Context: an optimization exercise on an open-source flow, tuned for small area, a short achievable clock period and few clock cycles per item. The choices shown serve that exercise and are no tape-out recipe.
Function was checked by simulation only, so behaviour that the tests miss may differ from the original.
Power and IR drop assume default switching activity.

## flow/design.v (module list and top-level ports; edited modules follow where they fit)
// module se_int_lane: 272 lines
// module se_lane_mac: 487 lines
module se_int_lane (
    input  wire        clk,
    input  wire        rst,
    input  wire        in_valid,
    output wire        in_ready,
    input  wire [2:0]  in_kind,
    input  wire [2:0]  in_fn,
    input  wire [1:0]  in_type,
    input  wire [1:0]  in_round,
    input  wire        in_sat,
    input  wire [31:0] in_x,
    input  wire [31:0] in_y,
    input  wire [31:0] in_z,
    output wire        out_valid,
    output wire [31:0] out_result,
    output wire        out_sat
);
  // ...
==> flow/run.sh <==
#!/bin/bash
# synth_recipe.tcl (not shown) runs the flow's synth.tcl, then flattens the netlist and writes it again
# the make line also repeats each setting of config.mk as NAME=value (left out here)
make -C /OpenROAD-flow-scripts/flow DESIGN_CONFIG=/design/flow/config.mk WORK_HOME=/design/flow/orfs CLKGATE_MAP_FILE= SYNTH_SCRIPT=/design/flow/synth_recipe.tcl finish
==> flow/config.mk <==
export PLATFORM = sky130hd
export DESIGN_NAME = se_int_lane
export DESIGN_NICKNAME = se_int_lane
export VERILOG_FILES = /design/flow/design.v
export SDC_FILE = /design/flow/constraint.sdc
export NUM_CORES = 4
export LEC_CHECK = 0
export CAP_MARGIN = 35
export CORE_MARGIN = 2
export CORE_UTILIZATION = 30
export PLACE_DENSITY = 0.5
export SLEW_MARGIN = 35
==> flow/constraint.sdc <==
create_clock -name core_clock -period 18.0 [get_ports {clk}]
set_input_delay 3.6000 -clock core_clock [delete_from_list [all_inputs] [get_ports {clk}]]
set_output_delay 3.6000 -clock core_clock [all_outputs]
set_load 0.01 [all_outputs]
==> results.cfg, run 1 <==
[die]
initial_core_util = 0.303
fp-row-count = 112

[yosys]
yosys.cell_count.top_type = a21oi_1
netlist_top_cells_area = edfxtp_1 (13%), fa_1 (8.5%), dfxtp_1 (6.9%)
ys_seq_area_frac = 0.202

[clocking]
cts_tree = built
hold_buffers = 0
cts_buffer_depth = 3

[sta]
worstMarginPinSlew_ns = 0.993
slew_violations = 0
fin_crit_sh = 0.557

[place]
place_inst = 4783

[grt]
antenna_found_initial = 3

[cells_and_area]
area_delta_synth_final_pct = 13.7
multi_input_area_share = 0.646
multi_input_area_mm2 = 0.0209
fin_cells = 4838
largest_register = acc
fill_cells = 10100
layout.nets = 3900

[run_status]
status = no timing/DRC/antenna violations

[detailed_routing]
route.detailed.drc = 0
wl_met3_um = 11800

[power]
power.group.top = combinational logic
power.internal_mw = 3.34
seqPwrFrac = 0.107
Testbench counts, summed over its fixed seeds: cycles 40,019, items 32,000.
==> module se_int_lane, before the edit <==
module se_int_lane (
    input  wire        clk,
    input  wire        rst,
    input  wire        in_valid,
    output wire        in_ready,
    input  wire [2:0]  in_kind,
    input  wire [2:0]  in_fn,
    input  wire [1:0]  in_type,
    input  wire [1:0]  in_round,
    input  wire        in_sat,
    input  wire [31:0] in_x,
    input  wire [31:0] in_y,
    input  wire [31:0] in_z,
    output wire        out_valid,
    output wire [31:0] out_result,
    output wire        out_sat
);
    localparam K_ADD = 3'd0, K_MUL = 3'd1, K_MAC = 3'd2, K_SHF = 3'd3,
               K_CMP = 3'd4, K_CVT = 3'd5;
    localparam T_INT8 = 2'd0, T_INT16 = 2'd1, T_INT32 = 2'd2;
    localparam R_RNE = 2'd0, R_RTZ = 2'd1, R_RDN = 2'd2, R_RNA = 2'd3;
    reg        rdy;              
    reg        v0;
    reg [2:0]  k0, f0;
    reg [1:0]  t0, rnd0;
    reg        sat0;
    reg [31:0] x0, y0, z0;       
    reg        fx0, fy0, fz0;    
    assign in_ready = rdy;
    wire take = in_valid & rdy;
    always @(posedge clk) begin
        if (rdy) begin
            k0   <= in_kind;
            f0   <= in_fn;
            t0   <= in_type;
            rnd0 <= in_round;
            sat0 <= in_sat;
            x0   <= in_x;
            y0   <= in_y;
            z0   <= in_z;
            fx0  <= (&in_x[31:15]) | ~(|in_x[31:15]);
            fy0  <= (&in_y[31:15]) | ~(|in_y[31:15]);
            fz0  <= (&in_z[31:15]) | ~(|in_z[31:15]);
        end
    end
    reg [31:0] xs, ys, zs, xu;
    always @* begin
        case (t0)
            T_INT8: begin
                xs = {{24{x0[7]}}, x0[7:0]};
                ys = {{24{y0[7]}}, y0[7:0]};
                zs = {{24{z0[7]}}, z0[7:0]};
                xu = {24'd0, x0[7:0]};
            end
            T_INT16: begin
                xs = {{16{x0[15]}}, x0[15:0]};
                ys = {{16{y0[15]}}, y0[15:0]};
                zs = {{16{z0[15]}}, z0[15:0]};
                xu = {16'd0, x0[15:0]};
            end
            default: begin
                xs = x0;
                ys = y0;
                zs = z0;
                xu = x0;
            end
        endcase
    end
    wire is_t32 = (t0 == T_INT32);
    wire is_mul = (k0 == K_MUL) | (k0 == K_MAC);
    wire mac1   = (k0 == K_MAC) & (f0[1:0] == 2'd1);      
    wire mac2   = (k0 == K_MAC) & (f0[1:0] == 2'd2);      
    wire [31:0] as = mac1 ? zs : xs;                      
    wire        na2 = is_t32 & ~(mac1 ? fz0 : fx0);       
    wire        nb2 = is_t32 & ~fy0;                      
    reg  [1:0] st;               
    wire       ia = na2 & st[0];
    wire       ib = na2 ? st[1] : st[0];
    wire [1:0] last_st = (na2 & nb2) ? 2'd3 : (na2 | nb2) ? 2'd1 : 2'd0;
    wire       last = ~is_mul | (st == last_st);
    wire       shift = (st != 2'd0) & ~(na2 & nb2 & (st == 2'd2));
    wire [16:0] a17 = ia ? {as[31], as[31:16]} : {~na2 & as[15], as[15:0]};
    wire [16:0] bsel = ib ? ys[31:15] : {ys[15:0], 1'b0};
    reg  [34:0] acc;             
    wire [34:0] addend0 = (k0 == K_MUL) ? 35'd0 :
                          mac1 ? {{3{xs[31]}}, xs} : {{3{zs[31]}}, zs};
    wire [34:0] addend = (st == 2'd0) ? addend0 :
                         shift ? {{16{acc[34]}}, acc[34:16]} : acc;
    wire [34:0] mac_sum;
    se_lane_mac u_mac (
        .a    (a17),
        .bsel (bsel),
        .sub  (mac2),
        .c    (addend),
        .sum  (mac_sum)
    );
    wire        addsub = ~((k0 == K_ADD) & (f0 == 3'd0));
    wire [32:0] xs33 = {xs[31], xs};
    wire [32:0] ys33 = {ys[31], ys};
    wire [32:0] sd = xs33 + (addsub ? ~ys33 : ys33) + {32'd0, addsub};
    wire        lt = sd[32];
    wire        eq = (sd == 33'd0);
    wire [4:0]  n = y0[4:0];
    wire        n_ge_w = (t0 == T_INT8)  ? (n >= 5'd8) :
                         (t0 == T_INT16) ? (n >= 5'd16) : 1'b0;
    wire [32:0] s33 = (f0[1:0] == 2'd0) ? {xs[31], xs} : {1'b0, xu};
    wire [33:0] rsh = $signed({s33, 1'b0}) >>> n;
    wire [32:0] q   = rsh[33:1];
    wire        g   = rsh[0];
    wire [31:0] below = ~(32'hFFFF_FFFF << n) >> 1;        
    wire        sticky = |(s33[31:0] & below);
    wire        sneg = s33[32];
    reg         up_sh;
    always @* begin
        case (rnd0)
            R_RNE: up_sh = g & (sticky | q[0]);
            R_RTZ: up_sh = sneg & (g | sticky);
            R_RDN: up_sh = 1'b0;
            default: up_sh = g & (sticky | ~sneg);
        endcase
        if (n_ge_w)
            up_sh = 1'b0;
    end
    wire [31:0] lsh = xs << n;
    wire [31:0] dif = {xs[31:1] ^ xs[30:0], xs[0]};       
    reg  [5:0]  wlim;
    always @* begin
        case (t0)
            T_INT8:  wlim = 6'd8;
            T_INT16: wlim = 6'd16;
            default: wlim = 6'd32;
        endcase
    end
    wire [5:0]  lo_i = wlim - {1'b0, n};                  
    wire [31:0] lmask = n_ge_w ? 32'hFFFF_FFFF : (32'hFFFF_FFFF << lo_i[4:0]);
    wire        lsh_ovf = |(dif & lmask) & ~(lo_i == 6'd32);
    reg  [34:0] alu;
    reg         alu_up;
    always @* begin
        alu    = {{3{xs[31]}}, xs};
        alu_up = 1'b0;
        case (k0)
            K_ADD: begin
                case (f0)
                    3'd0, 3'd1: alu = {{2{sd[32]}}, sd};
                    3'd2: alu = lt ? {{3{xs[31]}}, xs} : {{3{ys[31]}}, ys};
                    3'd3: alu = lt ? {{3{ys[31]}}, ys} : {{3{xs[31]}}, xs};
                    default: begin
                        alu    = lt ? ~{{2{sd[32]}}, sd} : {{2{sd[32]}}, sd};
                        alu_up = lt;
                    end
                endcase
            end
            K_SHF: begin
                if (f0[1:0] == 2'd2)
                    alu = {{3{xs[31]}}, lsh};
                else begin
                    alu    = {{2{q[32]}}, q};
                    alu_up = up_sh;
                end
            end
            K_CMP: begin
                case (f0)
                    3'd0: alu = {34'd0, eq};
                    3'd1: alu = {34'd0, ~eq};
                    3'd2: alu = {34'd0, lt};
                    3'd3: alu = {34'd0, lt | eq};
                    3'd4: alu = {34'd0, ~(lt | eq)};
                    default: alu = {34'd0, ~lt};
                endcase
            end
            default: alu = {{3{xs[31]}}, xs};
        endcase
    end
    wire fin = v0 & last;
    reg  [15:0] lo0, lo1;        
    reg  [1:0]  wt;              
    reg         f_v;
    reg  [1:0]  f_rtype;
    reg         f_sat, f_up, f_lsh, f_lovf;
    always @(posedge clk) begin
        if (rst) begin
            v0  <= 1'b0;
            rdy <= 1'b1;
            st  <= 2'd0;
        end else begin
            if (take) begin
                v0  <= 1'b1;
                st  <= 2'd0;
                rdy <= ~(((in_kind == K_MUL) | (in_kind == K_MAC)) &
                         (in_type == T_INT32));
            end else if (v0 & ~last) begin
                st  <= st + 2'd1;
                rdy <= (st + 2'd1 == last_st);
            end else begin
                v0  <= 1'b0;
                st  <= 2'd0;
                rdy <= 1'b1;
            end
        end
        acc <= is_mul ? mac_sum : alu;
        wt  <= (st == 2'd0) ? 2'd0 : wt + {1'b0, shift};
        if (shift & (wt == 2'd0))
            lo0 <= acc[15:0];
        lo1 <= acc[15:0];
        f_v     <= rst ? 1'b0 : fin;
        f_rtype <= (k0 == K_CVT) ? f0[1:0] : t0;
        f_sat   <= sat0;
        f_up    <= alu_up & ~is_mul;
        f_lsh   <= (k0 == K_SHF) & (f0[1:0] == 2'd2);
        f_lovf  <= lsh_ovf;
    end
    wire [34:0] acci = acc + {34'd0, f_up};
    wire [34:0] e_eq;
    assign e_eq[34] = 1'b1;
    genvar gi;
    generate
        for (gi = 0; gi < 34; gi = gi + 1) begin : g_eq
            assign e_eq[gi] = e_eq[gi + 1] & (acci[gi] == acci[gi + 1]);
        end
    endgenerate
    reg [31:0] wrapped;
    reg        ovf;
    always @* begin
        case (wt)
            2'd0: wrapped = acci[31:0];
            2'd1: wrapped = {acci[15:0], lo0};
            default: wrapped = {lo1, lo0};
        endcase
        case (wt)
            2'd0: begin
                case (f_rtype)
                    T_INT8:  ovf = ~e_eq[7];
                    T_INT16: ovf = ~e_eq[15];
                    default: ovf = ~e_eq[31];
                endcase
            end
            2'd1: ovf = ~e_eq[15];
            default: ovf = ~(e_eq[0] & (acci[0] == lo1[15]));
        endcase
        if (f_lsh)
            ovf = f_lovf;
    end
    wire sgn = acci[34];
    reg [31:0] fitted;
    always @* begin
        if (f_sat & ovf) begin
            case (f_rtype)
                T_INT8:  fitted = sgn ? 32'hFFFF_FF80 : 32'h0000_007F;
                T_INT16: fitted = sgn ? 32'hFFFF_8000 : 32'h0000_7FFF;
                default: fitted = sgn ? 32'h8000_0000 : 32'h7FFF_FFFF;
            endcase
        end else begin
            case (f_rtype)
                T_INT8:  fitted = {{24{wrapped[7]}}, wrapped[7:0]};
                T_INT16: fitted = {{16{wrapped[15]}}, wrapped[15:0]};
                default: fitted = wrapped;
            endcase
        end
    end
    reg        o_v;
    reg [31:0] o_res;
    reg        o_sat;
    always @(posedge clk) begin
        o_v   <= rst ? 1'b0 : f_v;
        o_res <= fitted;
        o_sat <= f_sat & ovf;
    end
    assign out_valid  = o_v;
    assign out_result = o_res;
    assign out_sat    = o_sat;
endmodule
==> run 2: changes to the inputs <==
--- a/flow/design.v
+++ b/flow/design.v
@@ -19,93 +19,100 @@
                K_CMP = 3'd4, K_CVT = 3'd5;
     localparam T_INT8 = 2'd0, T_INT16 = 2'd1, T_INT32 = 2'd2;
     localparam R_RNE = 2'd0, R_RTZ = 2'd1, R_RDN = 2'd2, R_RNA = 2'd3;
     reg        rdy;              
     reg        v0;
     reg [2:0]  k0, f0;
     reg [1:0]  t0, rnd0;
     reg        sat0;
-    reg [31:0] x0, y0, z0;       
-    reg        fx0, fy0, fz0;    
+    reg [31:0] p0, ys, q0;
+    reg        is_mul, mac2, na2, nb2;
+    reg [1:0]  last_st;
     assign in_ready = rdy;
     wire take = in_valid & rdy;
-    always @(posedge clk) begin
-        if (rdy) begin
-            k0   <= in_kind;
-            f0   <= in_fn;
-            t0   <= in_type;
-            rnd0 <= in_round;
-            sat0 <= in_sat;
-            x0   <= in_x;
-            y0   <= in_y;
-            z0   <= in_z;
-            fx0  <= (&in_x[31:15]) | ~(|in_x[31:15]);
-            fy0  <= (&in_y[31:15]) | ~(|in_y[31:15]);
-            fz0  <= (&in_z[31:15]) | ~(|in_z[31:15]);
-        end
-    end
-    reg [31:0] xs, ys, zs, xu;
+    reg [31:0] in_xs, in_ys, in_zs;
     always @* begin
-        case (t0)
+        case (in_type)
             T_INT8: begin
-                xs = {{24{x0[7]}}, x0[7:0]};
-                ys = {{24{y0[7]}}, y0[7:0]};
-                zs = {{24{z0[7]}}, z0[7:0]};
-                xu = {24'd0, x0[7:0]};
+                in_xs = {{24{in_x[7]}}, in_x[7:0]};
+                in_ys = {{24{in_y[7]}}, in_y[7:0]};
+                in_zs = {{24{in_z[7]}}, in_z[7:0]};
             end
             T_INT16: begin
-                xs = {{16{x0[15]}}, x0[15:0]};
-                ys = {{16{y0[15]}}, y0[15:0]};
-                zs = {{16{z0[15]}}, z0[15:0]};
-                xu = {16'd0, x0[15:0]};
+                in_xs = {{16{in_x[15]}}, in_x[15:0]};
+                in_ys = {{16{in_y[15]}}, in_y[15:0]};
+                in_zs = {{16{in_z[15]}}, in_z[15:0]};
             end
             default: begin
-                xs = x0;
-                ys = y0;
-                zs = z0;
-                xu = x0;
+                in_xs = in_x;
+                in_ys = in_y;
+                in_zs = in_z;
             end
         endcase
     end
-    wire is_t32 = (t0 == T_INT32);
-    wire is_mul = (k0 == K_MUL) | (k0 == K_MAC);
-    wire mac1   = (k0 == K_MAC) & (f0[1:0] == 2'd1);      
-    wire mac2   = (k0 == K_MAC) & (f0[1:0] == 2'd2);      
-    wire [31:0] as = mac1 ? zs : xs;                      
-    wire        na2 = is_t32 & ~(mac1 ? fz0 : fx0);       
-    wire        nb2 = is_t32 & ~fy0;                      
+    wire in_mul  = (in_kind == K_MUL) | (in_kind == K_MAC);
+    wire in_mac1 = (in_kind == K_MAC) & (in_fn[1:0] == 2'd1);       
+    wire in_t32  = (in_type == T_INT32);
+    wire fit_x = (&in_x[31:15]) | ~(|in_x[31:15]);
+    wire fit_y = (&in_y[31:15]) | ~(|in_y[31:15]);
+    wire fit_z = (&in_z[31:15]) | ~(|in_z[31:15]);
+    wire in_na2 = in_mul & in_t32 & ~(in_mac1 ? fit_z : fit_x);
+    wire in_nb2 = in_mul & in_t32 & ~fit_y;
+    always @(posedge clk) begin
+        if (rdy) begin
+            k0      <= in_kind;
+            f0      <= in_fn;
+            t0      <= in_type;
+            rnd0    <= in_round;
+            sat0    <= in_sat;
+            p0      <= in_mac1 ? in_zs : in_xs;
+            ys      <= in_ys;
+            q0      <= (in_kind == K_MUL) ? 32'd0 : in_mac1 ? in_xs : in_zs;
+            is_mul  <= in_mul;
+            mac2    <= (in_kind == K_MAC) & (in_fn[1:0] == 2'd2);   
+            na2     <= in_na2;
+            nb2     <= in_nb2;
+            last_st <= (in_na2 & in_nb2) ? 2'd3 : (in_na2 | in_nb2) ? 2'd1 : 2'd0;
+        end
+    end
+    wire [31:0] xs = p0;         
+    reg  [31:0] xu;              
+    always @* begin
+        case (t0)
+            T_INT8:  xu = {24'd0, p0[7:0]};
+            T_INT16: xu = {16'd0, p0[15:0]};
+            default: xu = p0;
+        endcase
+    end
     reg  [1:0] st;               
     wire       ia = na2 & st[0];
     wire       ib = na2 ? st[1] : st[0];
-    wire [1:0] last_st = (na2 & nb2) ? 2'd3 : (na2 | nb2) ? 2'd1 : 2'd0;
-    wire       last = ~is_mul | (st == last_st);
+    wire       last = (st == last_st);
     wire       shift = (st != 2'd0) & ~(na2 & nb2 & (st == 2'd2));
-    wire [16:0] a17 = ia ? {as[31], as[31:16]} : {~na2 & as[15], as[15:0]};
+    wire [16:0] a17 = ia ? {p0[31], p0[31:16]} : {~na2 & p0[15], p0[15:0]};
     wire [16:0] bsel = ib ? ys[31:15] : {ys[15:0], 1'b0};
     reg  [34:0] acc;             
-    wire [34:0] addend0 = (k0 == K_MUL) ? 35'd0 :
-                          mac1 ? {{3{xs[31]}}, xs} : {{3{zs[31]}}, zs};
-    wire [34:0] addend = (st == 2'd0) ? addend0 :
+    wire [34:0] addend = (st == 2'd0) ? {{3{q0[31]}}, q0} :
                          shift ? {{16{acc[34]}}, acc[34:16]} : acc;
     wire [34:0] mac_sum;
     se_lane_mac u_mac (
         .a    (a17),
         .bsel (bsel),
         .sub  (mac2),
         .c    (addend),
         .sum  (mac_sum)
     );
     wire        addsub = ~((k0 == K_ADD) & (f0 == 3'd0));
     wire [32:0] xs33 = {xs[31], xs};
     wire [32:0] ys33 = {ys[31], ys};
     wire [32:0] sd = xs33 + (addsub ? ~ys33 : ys33) + {32'd0, addsub};
     wire        lt = sd[32];
     wire        eq = (sd == 33'd0);
-    wire [4:0]  n = y0[4:0];
+    wire [4:0]  n = ys[4:0];
     wire        n_ge_w = (t0 == T_INT8)  ? (n >= 5'd8) :
                          (t0 == T_INT16) ? (n >= 5'd16) : 1'b0;
     wire [32:0] s33 = (f0[1:0] == 2'd0) ? {xs[31], xs} : {1'b0, xu};
     wire [33:0] rsh = $signed({s33, 1'b0}) >>> n;
     wire [32:0] q   = rsh[33:1];
     wire        g   = rsh[0];
     wire [31:0] below = ~(32'hFFFF_FFFF << n) >> 1;        
     wire        sticky = |(s33[31:0] & below);
@@ -750,10 +757,182 @@
     wire t302 = c[32] ^ 1'b1;
     wire t303 = c[32] & 1'b1;
     wire t304 = c[33] ^ 1'b1;
     wire t305 = c[33] & 1'b1;
     wire t306 = c[34] ^ 1'b1;
     wire t307 = c[34] & 1'b1;
     wire [34:0] ra = {t306, t304, t302, t300, t298, t296, t294, t292, t290, t288, t286, t284, t282, t280, t278, t276, t274, t272, t270, t268, t266, t264, t262, t260, t258, t256, t254, t252, t250, t248, t246, t244, t242, t240, t238};
     wire [34:0] rb = {t305, t303, t301, t299, t297, t295, t293, t291, t289, t287, t285, t283, t281, t279, t277, t275, t273, t271, t269, t267, t265, t263, t261, t259, t257, t255, t253, t251, t249, t247, t245, t243, t241, t239, c[0]};
-    assign sum = ra + rb;
+    wire [34:0] pg = ra ^ rb;
+    wire [34:0] gg = ra & rb;
+    wire sg0_1 = gg[1] | (pg[1] & gg[0]);
+    wire sp0_1 = pg[1] & pg[0];
+    wire sg0_3 = gg[3] | (pg[3] & gg[2]);
+    wire sp0_3 = pg[3] & pg[2];
+    wire sg0_5 = gg[5] | (pg[5] & gg[4]);
+    wire sp0_5 = pg[5] & pg[4];
+    wire sg0_7 = gg[7] | (pg[7] & gg[6]);
+    wire sp0_7 = pg[7] & pg[6];
+    wire sg0_9 = gg[9] | (pg[9] & gg[8]);
+    wire sp0_9 = pg[9] & pg[8];
+    wire sg0_11 = gg[11] | (pg[11] & gg[10]);
+    wire sp0_11 = pg[11] & pg[10];
+    wire sg0_13 = gg[13] | (pg[13] & gg[12]);
+    wire sp0_13 = pg[13] & pg[12];
+    wire sg0_15 = gg[15] | (pg[15] & gg[14]);
+    wire sp0_15 = pg[15] & pg[14];
+    wire sg0_17 = gg[17] | (pg[17] & gg[16]);
+    wire sp0_17 = pg[17] & pg[16];
+    wire sg0_19 = gg[19] | (pg[19] & gg[18]);
+    wire sp0_19 = pg[19] & pg[18];
+    wire sg0_21 = gg[21] | (pg[21] & gg[20]);
+    wire sp0_21 = pg[21] & pg[20];
+    wire sg0_23 = gg[23] | (pg[23] & gg[22]);
+    wire sp0_23 = pg[23] & pg[22];
+    wire sg0_25 = gg[25] | (pg[25] & gg[24]);
+    wire sp0_25 = pg[25] & pg[24];
+    wire sg0_27 = gg[27] | (pg[27] & gg[26]);
+    wire sp0_27 = pg[27] & pg[26];
+    wire sg0_29 = gg[29] | (pg[29] & gg[28]);
+    wire sp0_29 = pg[29] & pg[28];
+    wire sg0_31 = gg[31] | (pg[31] & gg[30]);
+    wire sp0_31 = pg[31] & pg[30];
+    wire sg0_33 = gg[33] | (pg[33] & gg[32]);
+    wire sp0_33 = pg[33] & pg[32];
+    wire sg1_2 = gg[2] | (pg[2] & sg0_1);
+    wire sp1_2 = pg[2] & sp0_1;
+    wire sg1_3 = sg0_3 | (sp0_3 & sg0_1);
+    wire sp1_3 = sp0_3 & sp0_1;
+    wire sg1_6 = gg[6] | (pg[6] & sg0_5);
+    wire sp1_6 = pg[6] & sp0_5;
+    wire sg1_7 = sg0_7 | (sp0_7 & sg0_5);
+    wire sp1_7 = sp0_7 & sp0_5;
+    wire sg1_10 = gg[10] | (pg[10] & sg0_9);
+    wire sp1_10 = pg[10] & sp0_9;
+    wire sg1_11 = sg0_11 | (sp0_11 & sg0_9);
+    wire sp1_11 = sp0_11 & sp0_9;
+    wire sg1_14 = gg[14] | (pg[14] & sg0_13);
+    wire sp1_14 = pg[14] & sp0_13;
+    wire sg1_15 = sg0_15 | (sp0_15 & sg0_13);
+    wire sp1_15 = sp0_15 & sp0_13;
+    wire sg1_18 = gg[18] | (pg[18] & sg0_17);
+    wire sp1_18 = pg[18] & sp0_17;
+    wire sg1_19 = sg0_19 | (sp0_19 & sg0_17);
+    wire sp1_19 = sp0_19 & sp0_17;
+    wire sg1_22 = gg[22] | (pg[22] & sg0_21);
+    wire sp1_22 = pg[22] & sp0_21;
+    wire sg1_23 = sg0_23 | (sp0_23 & sg0_21);
+    wire sp1_23 = sp0_23 & sp0_21;
+    wire sg1_26 = gg[26] | (pg[26] & sg0_25);
+    wire sp1_26 = pg[26] & sp0_25;
+    wire sg1_27 = sg0_27 | (sp0_27 & sg0_25);
+    wire sp1_27 = sp0_27 & sp0_25;
+    wire sg1_30 = gg[30] | (pg[30] & sg0_29);
+    wire sp1_30 = pg[30] & sp0_29;
+    wire sg1_31 = sg0_31 | (sp0_31 & sg0_29);
+    wire sp1_31 = sp0_31 & sp0_29;
+    wire sg1_34 = gg[34] | (pg[34] & sg0_33);
+    wire sp1_34 = pg[34] & sp0_33;
+    wire sg2_4 = gg[4] | (pg[4] & sg1_3);
+    wire sp2_4 = pg[4] & sp1_3;
+    wire sg2_5 = sg0_5 | (sp0_5 & sg1_3);
+    wire sp2_5 = sp0_5 & sp1_3;
+    wire sg2_6 = sg1_6 | (sp1_6 & sg1_3);
+    wire sp2_6 = sp1_6 & sp1_3;
+    wire sg2_7 = sg1_7 | (sp1_7 & sg1_3);
+    wire sp2_7 = sp1_7 & sp1_3;
+    wire sg2_12 = gg[12] | (pg[12] & sg1_11);
+    wire sp2_12 = pg[12] & sp1_11;
+    wire sg2_13 = sg0_13 | (sp0_13 & sg1_11);
+    wire sp2_13 = sp0_13 & sp1_11;
+    wire sg2_14 = sg1_14 | (sp1_14 & sg1_11);
+    wire sp2_14 = sp1_14 & sp1_11;
+    wire sg2_15 = sg1_15 | (sp1_15 & sg1_11);
+    wire sp2_15 = sp1_15 & sp1_11;
+    wire sg2_20 = gg[20] | (pg[20] & sg1_19);
+    wire sp2_20 = pg[20] & sp1_19;
+    wire sg2_21 = sg0_21 | (sp0_21 & sg1_19);
+    wire sp2_21 = sp0_21 & sp1_19;
+    wire sg2_22 = sg1_22 | (sp1_22 & sg1_19);
+    wire sp2_22 = sp1_22 & sp1_19;
+    wire sg2_23 = sg1_23 | (sp1_23 & sg1_19);
+    wire sp2_23 = sp1_23 & sp1_19;
+    wire sg2_28 = gg[28] | (pg[28] & sg1_27);
+    wire sp2_28 = pg[28] & sp1_27;
+    wire sg2_29 = sg0_29 | (sp0_29 & sg1_27);
+    wire sp2_29 = sp0_29 & sp1_27;
+    wire sg2_30 = sg1_30 | (sp1_30 & sg1_27);
+    wire sp2_30 = sp1_30 & sp1_27;
+    wire sg2_31 = sg1_31 | (sp1_31 & sg1_27);
+    wire sp2_31 = sp1_31 & sp1_27;
+    wire sg3_8 = gg[8] | (pg[8] & sg2_7);
+    wire sp3_8 = pg[8] & sp2_7;
+    wire sg3_9 = sg0_9 | (sp0_9 & sg2_7);
+    wire sp3_9 = sp0_9 & sp2_7;
+    wire sg3_10 = sg1_10 | (sp1_10 & sg2_7);
+    wire sp3_10 = sp1_10 & sp2_7;
+    wire sg3_11 = sg1_11 | (sp1_11 & sg2_7);
+    wire sp3_11 = sp1_11 & sp2_7;
+    wire sg3_12 = sg2_12 | (sp2_12 & sg2_7);
+    wire sp3_12 = sp2_12 & sp2_7;
+    wire sg3_13 = sg2_13 | (sp2_13 & sg2_7);
+    wire sp3_13 = sp2_13 & sp2_7;
+    wire sg3_14 = sg2_14 | (sp2_14 & sg2_7);
+    wire sp3_14 = sp2_14 & sp2_7;
+    wire sg3_15 = sg2_15 | (sp2_15 & sg2_7);
+    wire sp3_15 = sp2_15 & sp2_7;
+    wire sg3_24 = gg[24] | (pg[24] & sg2_23);
+    wire sp3_24 = pg[24] & sp2_23;
+    wire sg3_25 = sg0_25 | (sp0_25 & sg2_23);
+    wire sp3_25 = sp0_25 & sp2_23;
+    wire sg3_26 = sg1_26 | (sp1_26 & sg2_23);
+    wire sp3_26 = sp1_26 & sp2_23;
+    wire sg3_27 = sg1_27 | (sp1_27 & sg2_23);
+    wire sp3_27 = sp1_27 & sp2_23;
+    wire sg3_28 = sg2_28 | (sp2_28 & sg2_23);
+    wire sp3_28 = sp2_28 & sp2_23;
+    wire sg3_29 = sg2_29 | (sp2_29 & sg2_23);
+    wire sp3_29 = sp2_29 & sp2_23;
+    wire sg3_30 = sg2_30 | (sp2_30 & sg2_23);
+    wire sp3_30 = sp2_30 & sp2_23;
+    wire sg3_31 = sg2_31 | (sp2_31 & sg2_23);
+    wire sp3_31 = sp2_31 & sp2_23;
+    wire sg4_16 = gg[16] | (pg[16] & sg3_15);
+    wire sp4_16 = pg[16] & sp3_15;
+    wire sg4_17 = sg0_17 | (sp0_17 & sg3_15);
+    wire sp4_17 = sp0_17 & sp3_15;
+    wire sg4_18 = sg1_18 | (sp1_18 & sg3_15);
+    wire sp4_18 = sp1_18 & sp3_15;
+    wire sg4_19 = sg1_19 | (sp1_19 & sg3_15);
+    wire sp4_19 = sp1_19 & sp3_15;
+    wire sg4_20 = sg2_20 | (sp2_20 & sg3_15);
+    wire sp4_20 = sp2_20 & sp3_15;
+    wire sg4_21 = sg2_21 | (sp2_21 & sg3_15);
+    wire sp4_21 = sp2_21 & sp3_15;
+    wire sg4_22 = sg2_22 | (sp2_22 & sg3_15);
+    wire sp4_22 = sp2_22 & sp3_15;
+    wire sg4_23 = sg2_23 | (sp2_23 & sg3_15);
+    wire sp4_23 = sp2_23 & sp3_15;
+    wire sg4_24 = sg3_24 | (sp3_24 & sg3_15);
+    wire sp4_24 = sp3_24 & sp3_15;
+    wire sg4_25 = sg3_25 | (sp3_25 & sg3_15);
+    wire sp4_25 = sp3_25 & sp3_15;
+    wire sg4_26 = sg3_26 | (sp3_26 & sg3_15);
+    wire sp4_26 = sp3_26 & sp3_15;
+    wire sg4_27 = sg3_27 | (sp3_27 & sg3_15);
+    wire sp4_27 = sp3_27 & sp3_15;
+    wire sg4_28 = sg3_28 | (sp3_28 & sg3_15);
+    wire sp4_28 = sp3_28 & sp3_15;
+    wire sg4_29 = sg3_29 | (sp3_29 & sg3_15);
+    wire sp4_29 = sp3_29 & sp3_15;
+    wire sg4_30 = sg3_30 | (sp3_30 & sg3_15);
+    wire sp4_30 = sp3_30 & sp3_15;
+    wire sg4_31 = sg3_31 | (sp3_31 & sg3_15);
+    wire sp4_31 = sp3_31 & sp3_15;
+    wire sg5_32 = gg[32] | (pg[32] & sg4_31);
+    wire sp5_32 = pg[32] & sp4_31;
+    wire sg5_33 = sg0_33 | (sp0_33 & sg4_31);
+    wire sp5_33 = sp0_33 & sp4_31;
+    wire sg5_34 = sg1_34 | (sp1_34 & sg4_31);
+    wire sp5_34 = sp1_34 & sp4_31;
+    assign sum = {pg[34] ^ sg5_33, pg[33] ^ sg5_32, pg[32] ^ sg4_31, pg[31] ^ sg4_30, pg[30] ^ sg4_29, pg[29] ^ sg4_28, pg[28] ^ sg4_27, pg[27] ^ sg4_26, pg[26] ^ sg4_25, pg[25] ^ sg4_24, pg[24] ^ sg4_23, pg[23] ^ sg4_22, pg[22] ^ sg4_21, pg[21] ^ sg4_20, pg[20] ^ sg4_19, pg[19] ^ sg4_18, pg[18] ^ sg4_17, pg[17] ^ sg4_16, pg[16] ^ sg3_15, pg[15] ^ sg3_14, pg[14] ^ sg3_13, pg[13] ^ sg3_12, pg[12] ^ sg3_11, pg[11] ^ sg3_10, pg[10] ^ sg3_9, pg[9] ^ sg3_8, pg[8] ^ sg2_7, pg[7] ^ sg2_6, pg[6] ^ sg2_5, pg[5] ^ sg2_4, pg[4] ^ sg1_3, pg[3] ^ sg1_2, pg[2] ^ sg0_1, pg[1] ^ gg[0], pg[0]};
 endmodule
==> run 2 against run 1 <==
  * Routed wire length shrank 8.0%
  * Design area fell by 3.2%
  * Cell count fell by 3.5%
  * Count of clock-buffer cells in the layout is 9 lower
  * Sequential share of layout area grew 0.87 points
  * Die area shrank 3.1%
  * Setup slack improved by 1.7 ns
  * Worst hold slack about the same
  * Largest cell class unchanged
  * Still clean on timing, DRC and antenna
  * Sequential power up about 10%
  * Sequential cell count grew 3
  * Register-to-register slack better by 1.7 ns
==> results.cfg, run 2 <==
[run_status]
status = no timing/DRC/antenna violations

[detailed_routing]
wire_per_inst_um = 26.2
ant_nets = 0
vias = 27300
route.detailed.drc = 0
firstDrtPassIters = 9
drtIter0Drc = 3483
avgViaCountPerCell = 5.85
routed_wirelength_um = 122000

[sta]
fin_worst_skew_ns = 0.0510
maxSlewHeadroom = 0.338
hold_viol_final = 0
finalSetupTns_ns = 0
min_period_ns = 8.28
worstMarginPinSlew_ns = 0.994
max_freq_ghz = 0.121
finalSetupViolCount = 0
slew_violations = 0
fin_crit_sh = 0.460
rsz0062_at_grt = false

[setup_path]
r2r-start = st[0]$_SDFF_PP0_
path_common_cell = fa_1
cpMaxStageDelayCell = nand2_1
cp-start-kind = flip-flop
cp_slowest_stage_delay_ns = 0.64
path_cells = inv_1, ha_1, inv_1, nand2_1, clkinv_1, a222oi_1, fa_1, fa_1, fa_1, fa_1, inv_1, ha_1, and3_1, o2111ai_1, a2111oi_0, o21a_1, a221o_1, and3_1, o21a_1, nor2_1, fa_1, xnor2_1, nand2_1, o21ai_0
ff2ff_setup_slack_ns = 9.72
worst-setup-path-type = flip-flop to flip-flop
rr_endpoint = acc[33]$_DFF_P_
arrival_ns = 8.74
cp.required_ns = 18.46
worstRegToRegCells = 24
cp-end-kind = flip-flop
critPathMaxFanout = 29

[place]
hpwl_um = 89300
place.gp.congestion = 0.973
port-buffer-count = 144

[power]
p_leak_nw = 12.4
vdd_ir_drop_max_mv = 0.454
powerDensity_mw_per_mm2 = 223
total_power_mw = 6.98

[clocking]
cts_max_level = 1
hold_buffers = 0
cts_setup_buffers = 0
cts_tree = built
cts_buffer_depth = 3
clock_latency_ns = 0.62
cts_resized = 0
clkTransAtPathRegs_ns = 0.06
cts-root-buf = clkbuf_16
cts.sinks = 227
numCtsBuffers = 29

[yosys]
synthXorXnorAreaFrac = 0.105
synthAdderAreaFrac = 0.141
synth_top_family_by_area = compound AO/OA/AOI/OAI gates
netlist_instances = 3457
synth.largest_area_cell = edfxtp_1
async_flop_share = 0
yosysTopAreaCellShare = 0.141
postSynthAreaPerCell_um2 = 7.96
ys_types = 97
synth-seq-cells = 227
synth_ff_type = edfxtp_1
netlist_top_cells_count = nand2_1 (374), nor2_1 (297), clkbuf_1 (227)
netlist_top_cells_area = edfxtp_1 (14%), fa_1 (9.1%), dfxtp_1 (7.1%)
synthSimpleGateAreaFrac = 0.169
yosys.cell_count.top_type = nand2_1
synth_edf_count = 129
ys_seq_area_frac = 0.212
yosys_warnings = 1
synth.area.mux_share = 0.0675
syn-cell-area_mm2 = 0.0275
synth_fp_nets = 3801
synth_compound_area_frac = 0.239

[grt]
grt_max_degree = 91
grt_pass1_vias = 25600
overflow = 0
grt_pass1_wl_um = 178000
antenna_found_initial = 3
grt_usage = 0.252

[worst_hold_path]
worstHoldStart = sat0$_DFFE_PP_
min_path_cells = 0
min_path_type = flip-flop to flip-flop
min_to = f_sat$_DFF_P_

[die]
die_h_um = 307
fp-row-count = 111
die_w_um = 307
io_pins = 145
die_area_mm2 = 0.0941
core_area_mm2 = 0.0912
initial_core_util = 0.301

[cells_and_area]
layout_commonest_cell = nand2_1
final_cell_mix = nand2_1 (374), nor2_1 (295), a21oi_1 (222), o21ai_0 (212), xnor2_1 (203)
largest_register = acc
utilization = 0.343
layout.nets = 3806
largest_register_ffs = 35
n_antenna_cell = 0
area_delta_synth_final_pct = 13.7
drive_gt1_frac = 0.0778

[job]
drv_cap = 0
-- run 2: changes by cell type in the layout (fill, tap and decap cells not counted), sizes merged, moves of 16 or more --
cell	delta
a21oi	-103
a22oi	-51
a31oi	+18
and2	-16
inv	-25
nand2	+59
nand3	+16
nor2	+45
nor3	-21
o21ai	-34
o22ai	+47
-- run 2: worst max path at each step --
stage                                  to  cells after the start              from  slack, ns
after floorplan           acc[32]$_DFF_P_                     25     na2$_DFFE_PP_      10.21
after global placement    acc[33]$_DFF_P_                     24  st[0]$_SDFF_PP0_      10.08
after detailed placement  acc[33]$_DFF_P_                     24  st[0]$_SDFF_PP0_       9.92
after CTS                 acc[33]$_DFF_P_                     24  st[0]$_SDFF_PP0_       9.89
after global routing      acc[33]$_DFF_P_                     24  st[0]$_SDFF_PP0_       9.14
final                     acc[33]$_DFF_P_                     24  st[0]$_SDFF_PP0_       9.72
-- run 2: cell type report --
| cell class | count | area (um2) |
|---|---|---|
| clock buffers | 32 | 768 |
| clock inverters | 22 | 205 |
| fillers | 9623 | 60000 |
| inverters | 196 | 736 |
| multi-input cells | 2755 | 20000 |
| flip-flops and latches | 227 | 5840 |
| well taps | 1186 | 1480 |
| repair buffers | 253 | 2270 |
-- run 2: through the flow --
| stage | cells | instance area (um2) | worst slack, ns | hold slack, ns |
|---|---|---|---|---|
| after CTS | 4671 | 31300 | 9.89 | 0.345 |
| after floorplan | 3457 | 27500 | 10.21 | 0.323 |
| after detailed placement | 4617 | 30300 | 9.92 | 0.330 |
| final | 4671 | 31300 | 9.72 | 0.341 |
| after global routing | 4671 | 31300 | 9.14 | 0.358 |
| after global placement | 4615 | 30200 | 10.08 | 0.327 |
-- run 2: logic make-up (layout without fill, tap and decap cells) --
kind of cell	after synthesis	after routing
xor+xnor	329	329
fa+ha+maj	234	234
compound gates	1019	1019
simple gates	1015	1015
buf+inv	475	503
mux	158	158
flops	227	227
-- run 2: critical path, delay by kind of cell (launching register included) --
family | cells | cell delay (ns)
xor+xnor | 1 | 0.14
compound gates | 7 | 2.03
flops | 1 | 0.37
fa+ha+maj | 7 | 3.26
simple gates | 5 | 1.17
buf+inv | 4 | 1.12
-- run 2: power breakdown --
group	internal (mW)	switching, mW
combinational	2.21	3.28
clock	0.341	0.259
sequential	0.688	0.203
total	3.24	3.74
-- run 2: metal layers --
metal | share of wire | GRT usage
met1 | 0.43 | 0.346
met2 | 0.43 | 0.387
met4 | 0.046 | 0.102
met3 | 0.096 | 0.0498
met5 | 0.00011 | 0
Testbench counts of run 2, summed over its fixed seeds: cycles 40,019, items 32,000.

-- separate check: timing with driven ports --
No port has a modelled driver above. Below, the same layouts with a new extraction and two added sets of constraints.
Step 1: set_driving_cell puts a clkbuf_16 on clk and a buf_2 on each other input, an assumption about the parent block.
Step 2 moves the port delays by t, midway between the first and last clock arrival at a register: inputs arrive t later, outputs are due t later. That takes back most of the time a late clock gives input paths.
Slacks: ideal / step 1 / step 2; pairs: ideal / step 1.
run	shift t [ns]	slack for setup (ns)	worst slew at a driven data input, ns
run 1	0.675	7.974 / 7.974 / 7.974	0.06
run 2	0.659	9.718 / 9.718 / 9.718	0.07
After both steps every run listed still meets setup and hold.
